Source: an optimization exercise on an open RTL-to-GDS flow (aim: small area, a short achievable clock period and few clock cycles per item). Production flows keep margins and buffers that such runs may drop.
In this exercise RTL edits were held to simulation tests only and were not proved equivalent to the original.

Setup of xenon:
Design aes_round_unit, start of the top module:
module aes_round_unit (
    input  wire         clk,
    input  wire         rst,         
    input  wire         in_valid,
    output wire         in_ready,
    input  wire [1:0]   in_ksize,    
    input  wire [255:0] in_key,      
    input  wire [127:0] in_block,
    output wire         out_valid,
    input  wire         out_ready,
    output wire [127:0] out_block
);
    reg         s_busy, s_done, s_first, s_last, s_k128, s_k192, s_sub2, s_none, s_norot;
    reg [3:0]   s_left;
    reg [7:0]   s_rc;
    reg         p_busy, p_done, p_first, p_last, p_k128, p_k192, p_sub2, p_none, p_norot;
    reg [3:0]   p_left;
    reg [7:0]   p_rc;
    reg [127:0] st;              
    reg [255:0] ks;              
    reg [31:0]  kx;              
    reg [127:0] pt;              
    reg [63:0]  pd;              
    reg [255:0] kp;              
    reg [31:0]  pkt;             
    reg [15:0]  pkd;
    reg [127:0] ob;
    reg         ov;
    reg         in_ready_r, hp_r, hs_r;
    assign out_valid = ov;
    assign out_block = ob;
    assign in_ready  = in_ready_r;
    wire hand_p = hp_r;      
    wire hand_s = hs_r;      
    wire accept = in_ready_r && in_valid;
    function [7:0] xtime(input [7:0] b);
        xtime = {b[6:0], 1'b0} ^ (b[7] ? 8'h1b : 8'h00);
    endfunction
    function [31:0] mix_corr(input [31:0] col);
        reg [7:0] a0, a1, a2, a3, t;
        begin
            {a0, a1, a2, a3} = col;
            t = a0 ^ a1 ^ a2 ^ a3;
            mix_corr = {t ^ xtime(a0 ^ a1), t ^ xtime(a1 ^ a2),
                        t ^ xtime(a2 ^ a3), t ^ xtime(a3 ^ a0)};
        end
    endfunction
    wire [127:0] s_t;
    wire [63:0]  s_d;
    genvar i;
    generate
        for (i = 0; i < 16; i = i + 1) begin : g_sa
            aes_sbox_a u_sa (.a(st[127 - 8*i -: 8]), .t(s_t[127 - 8*i -: 8]), .di(s_d[63 - 4*i -: 4]));
        end
    endgenerate
    wire [31:0] s_kt;
    wire [15:0] s_kd;
    aes_keygen_a u_ka (.x(kx), .t(s_kt), .di(s_kd));
    wire [127:0] sb;
    generate
        for (i = 0; i < 16; i = i + 1) begin : g_sb
            aes_sbox_b u_sb (.t(pt[127 - 8*i -: 8]), .di(pd[63 - 4*i -: 4]), .y(sb[127 - 8*i -: 8]));
        end
    endgenerate
    wire [127:0] g;
    aes_keygen_b u_kb (.k128(p_k128), .k192(p_k192), .sub2(p_sub2), .none(p_none), .norot(p_norot),
                       .rcon(p_rc), .win(kp), .t(pkt), .di(pkd), .g(g));
  ...
For scale: ~1,100 flip-flops, about 520 I/O pins, ~0.070 sq mm of cells after synthesis.
Settings: LEC_CHECK=0, CAP_MARGIN=20, CORE_MARGIN=2, CORE_UTILIZATION=35, PLACE_DENSITY=0.45, SLEW_MARGIN=20; clock period 12.0 ns.
standard.sh (not shown) runs the stock make flow with config.mk's settings and CLKGATE_MAP_FILE= SYNTH_SCRIPT=/design/flow/synth_recipe.tcl, a recipe that flattens the netlist after the stock synthesis.
==> flow/flow/run.sh <==
#!/bin/bash
set -euo pipefail
MARGIN=7.5
here=$(pwd)
rm -rf "$here/scripts"
cp -r "$FLOW_HOME/scripts" "$here/scripts"
cp "$here/flow/abc.script" "$here/scripts/abc_area.script"
bash standard.sh ABC_AREA=1 SCRIPTS_DIR="$here/scripts" SETUP_SLACK_MARGIN=$MARGIN finish > standard_flow.log 2>&1
==> flow/flow/abc.script <==
strash
dc2
&get -n
&dch -f
&nf -R 1000
&put
topo
stime -c
buffer -c
upsize -c
dnsize -c
Testbench counts of xenon, summed over its fixed seeds: cycles 14,936, items 1,224.
Here is what was changed in the inputs of zinc compared with xenon.
==> flow/flow/run.sh <==
#!/bin/bash
set -euo pipefail
MARGIN=8
here=$(pwd)
rm -rf "$here/scripts"
cp -r "$FLOW_HOME/scripts" "$here/scripts"
cp "$here/flow/abc.script" "$here/scripts/abc_area.script"
BUFFER_PORTS_ARGS="-buffer_cell sky130_fd_sc_hd__buf_4" bash standard.sh ABC_AREA=1 SCRIPTS_DIR="$here/scripts" SETUP_SLACK_MARGIN=$MARGIN finish > standard_flow.log 2>&1
Area: zinc vs xenon -> zinc larger. The sequential share of layout area of zinc is lower than that of xenon. The final reports for zinc and xenon show non-clock buffer total of the final layout higher in the former. Changes observed in zinc relative to xenon: slack of the critical path has increased; met1 layer usage reported by global route saw an increase.
[inputs] cedar vs zinc
==> flow/flow/run.sh <==
#!/bin/bash
set -euo pipefail
MARGIN=7.5
here=$(pwd)
rm -rf "$here/scripts"
cp -r "$FLOW_HOME/scripts" "$here/scripts"
cp "$here/flow/abc.script" "$here/scripts/abc_area.script"
bash standard.sh ABC_AREA=1 SCRIPTS_DIR="$here/scripts" SETUP_SLACK_MARGIN=$MARGIN MATCH_CELL_FOOTPRINT=0 finish > standard_flow.log 2>&1
==> run summary <==
cedar: register-to-register slack 470 ps below zinc. [compare] base=zinc new=cedar: total global routing track utilization went down; number of detailed-routing iterations run before antenna repair went down. When the final numbers for zinc and cedar were put side by side, the worst setup slack turned out to be greater in zinc. [cedar] number of nets at the end of the flow fell 2.6% relative to zinc. In the metrics for zinc and cedar, the one carrying the lower count of filler cells inserted in the layout is zinc. Comparing cedar against zinc, there is no change at all in area share of xor/xnor cells in the synthesized design. Re routed wire length: cedar is 11,000 um down on zinc. Required time of the critical path ends up higher on zinc. On number of ordinary inverters in the final layout, zinc and cedar are basically level.
Changes in onyx relative to cedar:
==> flow/flow/run.sh <==
#!/bin/bash
set -euo pipefail
MARGIN=7.5
here=$(pwd)
rm -rf "$here/scripts"
cp -r "$FLOW_HOME/scripts" "$here/scripts"
cp "$here/flow/abc.script" "$here/scripts/abc_area.script"
BUFFER_PORTS_ARGS="-buffer_cell sky130_fd_sc_hd__buf_4" bash standard.sh ABC_AREA=1 SCRIPTS_DIR="$here/scripts" SETUP_SLACK_MARGIN=$MARGIN finish > standard_flow.log 2>&1
Results
[onyx] peak per-stage delay on the critical path fell 110 ps relative to cedar
Sequential share of layout area (onyx over cedar): increase, 0.51 points
Re share of the clock period used by the worst path: onyx and cedar aren't equal, and the higher value belongs to cedar.
Between cedar and onyx, standard cell area after detailed placement decreased.
Comparing worst setup slack for onyx and cedar, the bigger number came from onyx.
diff inputs: onyx => tundra
-- flow/flow/run.sh --
<<< onyx, line 1
#!/bin/bash
set -euo pipefail
MARGIN=7.5
here=$(pwd)
rm -rf "$here/scripts"
>>> tundra, line 1
#!/bin/bash
set -euo pipefail
MARGIN=7.75
here=$(pwd)
rm -rf "$here/scripts"
Results
tundra completed end to end with timing, DRC and antenna clean.
tundra against onyx: initial antenna violation count increased by 3 relative to the old numbers, met1 track demand over resource now sits higher, total wire length increased by about 1.2% relative to the old numbers, summed area of non-filler cells in the final layout increased 3.5%.

## afterwards: timing with drivers on the ports
No port has a modelled driver above. Below, the same layouts with a new extraction and two added sets of constraints. Step 1, drivers: a clkbuf_16 drives clk and a buf_2 each remaining input, both assumed. Step 2 moves the port delays by t, midway between the first and last clock arrival at a register: inputs arrive t later, outputs are due t later. That takes back most of the time a late clock gives input paths. Slacks: ideal / step 1 / step 2; pairs: ideal / step 1.
| run | t (ns) | slack for setup (ns) | latest minus earliest clock arrival (ns) | pins driven straight from the clock port |
|---|---|---|---|---|
| xenon | 0.909 | 7.528 / 7.432 / 6.791 | 0.046 / 0.045 | 1 |
| zinc | 0.886 | 7.911 / 7.847 / 7.029 | 0.040 / 0.040 | 1 |
| cedar | 0.901 | 7.464 / 7.464 / 6.763 | 0.045 / 0.045 | 1 |
| onyx | 0.887 | 7.549 / 7.549 / 6.712 | 0.035 / 0.035 | 1 |
| tundra | 0.887 | 7.647 / 7.647 / 6.888 | 0.035 / 0.036 | 1 |
After both steps every run listed still meets setup and hold. The setup slack of zinc, which loses most, moves by -0.064 ns with the drivers and by -0.882 ns with both steps.
